Source: an optimization exercise on an open RTL-to-GDS flow (aim: small area). Production flows keep margins and buffers that such runs may drop.
Where RTL was checked, it was by simulation tests only, not by an equivalence proof against the original.
No activity file was given, so power comes from the tool's default toggle rates.

==> 06-27 <==
## weave_check
module weave_check (
    input  wire         clk,
    input  wire         rst,
    input  wire         start,
    input  wire [511:0] prog,
    output wire         busy,
    output reg          done,
    output reg  [3:0]   result,
    output reg  [12:0]  unit,
    output reg          half_rate
);
Settings: LEC_CHECK=0, CAP_MARGIN=20, CORE_MARGIN=2, CORE_UTILIZATION=30, PLACE_DENSITY=0.45, SLEW_MARGIN=20; clock period 40.0 ns.
standard.sh (not shown) runs the stock make flow with config.mk's settings and CLKGATE_MAP_FILE= SYNTH_SCRIPT=/design/flow/synth_recipe.tcl, a recipe that flattens the netlist after the stock synthesis.
==> flow/flow/run.sh <==
#!/bin/bash
# Standard ORFS layout (the standard.sh) with two changes:
#  - the port buffers are the smallest buffer;
#  - the clock tree uses one mid-size clock buffer type and no
#    dummy loads.
set -euo pipefail
bash standard.sh \
  "BUFFER_PORTS_ARGS=-buffer_cell sky130_fd_sc_hd__buf_1" \
  "CTS_ARGS=-sink_clustering_enable -repair_clock_nets -buf_list sky130_fd_sc_hd__clkbuf_8 -dont_use_dummy_load" \
  finish > standard.log 2>&1
==> 02-02: changes against 06-27 <==
--- a/flow/design.v
+++ b/flow/design.v
@@ -36,43 +36,39 @@
     wire esize_bits  = (esize == 8'h81) || (esize == 8'h82) || (esize == 8'h84);
     wire streams_ok  = (streams >= 8'd1) && (streams <= 8'd64);
     wire plane_ok = !is_plane || ((esize == 8'h81) && (streams >= 8'd2));
     wire bswap_ok = !is_bswap || ((esize >= 8'h02) && (esize <= 8'h40) &&
                                   (streams == 8'd1) && (nloops == 8'd1));
     wire ok3 = (esize_bytes || esize_bits) && streams_ok && plane_ok && bswap_ok;
     wire       nloops_ok = (nloops >= 8'd1) && (nloops <= 8'd4);
     wire [1:0] ll        = nloops[1:0] - 2'd1;      
-    reg [3:0] cnt_ok, hi_ok, zero_ok, z_hi, z_mid, z_lo, c_hi, c_mid;
+    reg [3:0] cnt_ok, hi_ok, zero_ok;
     reg [2:0] ctd, one, rt, qq, tt;
     reg [12:0] c_r;
     integer l;
     always @(*) begin
         for (l = 0; l < 4; l = l + 1) begin
-            c_hi[l]  = (count[l][31:13] == 19'd0);
-            c_mid[l] = (count[l][11:1] == 11'd0);
-            if (l < ll)      
-                cnt_ok[l] = c_hi[l] && (count[l][12] ? (c_mid[l] && !count[l][0]) : !c_mid[l]);
-            else             
-                cnt_ok[l] = c_hi[l] && !count[l][12] && c_mid[l] && !count[l][0];
-            z_hi[l]  = (stride[l][31:25] == 7'd0);
-            z_mid[l] = (stride[l][24:13] == 12'd0);
-            z_lo[l]  = (stride[l][12:1] == 12'd0);
-            hi_ok[l] = (l == ll) || z_hi[l];
-            zero_ok[l] = (l <= ll) || (z_mid[l] && z_lo[l] && !stride[l][0]);
+            if (l < ll)
+                cnt_ok[l] = (count[l][31:13] == 19'd0) && (count[l][12:1] != 12'd0) &&
+                            (!count[l][12] || (count[l][11:0] == 12'd0));
+            else
+                cnt_ok[l] = (count[l] == 32'd0);
+            hi_ok[l] = (l == ll) || (stride[l][31:25] == 7'd0);
+            zero_ok[l] = (l <= ll) || (stride[l][24:0] == 25'd0);
         end
         c_r = 13'd0;
         for (l = 0; l < 3; l = l + 1) begin
             ctd[l] = (l < ll);
-            one[l] = z_mid[l] && z_lo[l] && stride[l][0];
+            one[l] = (stride[l][24:1] == 24'd0) && stride[l][0];
             rt[l]  = ctd[l] && one[l];
             c_r = c_r | ({13{rt[l]}} & count[l][12:0]);
         end
         for (l = 0; l < 3; l = l + 1) begin
-            qq[l] = ctd[l] && !rt[l] && z_mid[l] &&
+            qq[l] = ctd[l] && !rt[l] && (stride[l][24:13] == 12'd0) &&
                     (stride[l][12:0] == c_r);
             tt[l] = ctd[l] && !rt[l] && !qq[l];
         end
     end
     wire one_rt = (rt == 3'b001) || (rt == 3'b010) || (rt == 3'b100);
     wire one_q  = (qq == 3'b001) || (qq == 3'b010) || (qq == 3'b100);
     wire ok4 = nloops_ok && (&cnt_ok) && (&hi_ok) && (&zero_ok) &&
                (ll == 2'd0 || one_rt) && (ll[1] == 1'b0 || one_q);
==> results.py <==
metrics = {
    "status": {
        "status": "finished clean",
    },
    "worst_setup_path": {
        "critPathMaxStageDelay_ns": 0.94,
        "critPathArrivalTime_ns": 13.11,
    },
    "finish": {
        "n_all_inverters": 47,
        "diodes": 6,
        "design_area_um2": 13600,
        "sh_seq_area": 0.290,
    },
    "synth": {
        "synth_top_cell_area_share": 0.243,
        "ys_seq_area_frac": 0.360,
    },
    "power": {
        "peakVddDrop_mv": 0.0297,
        "p_per_area_nw_per_um2": 40.1,
        "swShare": 0.365,
    },
    "die": {
        "die_w_um": 195,
        "core_area_um2": 36300,
    },
    "global_routing": {
        "grt_use_met2": 0.446,
    },
    "timing": {
        "hold-worst-slack_ns": 0.427,
    },
}
The numbers above come from 06-27.

==> results.py <==
metrics = {
    "synth": {
        "synth_top_cell_area_share": 0.238,
    },
    "power": {
        "swShare": 0.366,
        "p_per_area_nw_per_um2": 39.0,
    },
    "global_routing": {
        "grt_use_met2": 0.496,
    },
    "finish": {
        "sh_seq_area": 0.286,
        "design_area_um2": 13800,
        "diodes": 7,
    },
    "status": {
        "status": "finished clean",
    },
    "worst_setup_path": {
        "critPathArrivalTime_ns": 12.49,
    },
    "die": {
        "die_w_um": 197,
    },
    "timing": {
        "hold-worst-slack_ns": 0.430,
    },
}
The numbers above come from 02-02.

No functional check of the RTL was part of 06-27.

re-timing with driven ports:
How much do the figures lean on ideal ports? The routed layouts below were timed once more, with nothing changed but the port constraints. Step 1 assumes that a clkbuf_16 drives the clock port and a buf_2 every other input. Step 2 adds t to the input delays and takes it off the output delays; t is the mean of the earliest and latest rising clock arrival at the registers after step 1. Input paths then give back, and output paths get back, about the clock's delay inside the block. Three values: no drivers, after step 1, after step 2; two values: the first two.
run | t, ns | setup slack, ns | worst hold slack (ns) | worst setup path after step 2 | worst slew at a driven data input, ns
06-27 | 0.516 | 27.096 / 27.123 / 26.608 | 0.427 / 0.427 / 0.427 | input to register | 0.23
02-02 | 0.517 | 27.833 / 27.861 / 27.344 | 0.430 / 0.430 / 0.430 | input to register | 0.15
After both steps every run listed still meets setup and hold. The setup slack of 02-02, which loses most, moves by +0.028 ns with the drivers and by -0.489 ns with both steps.
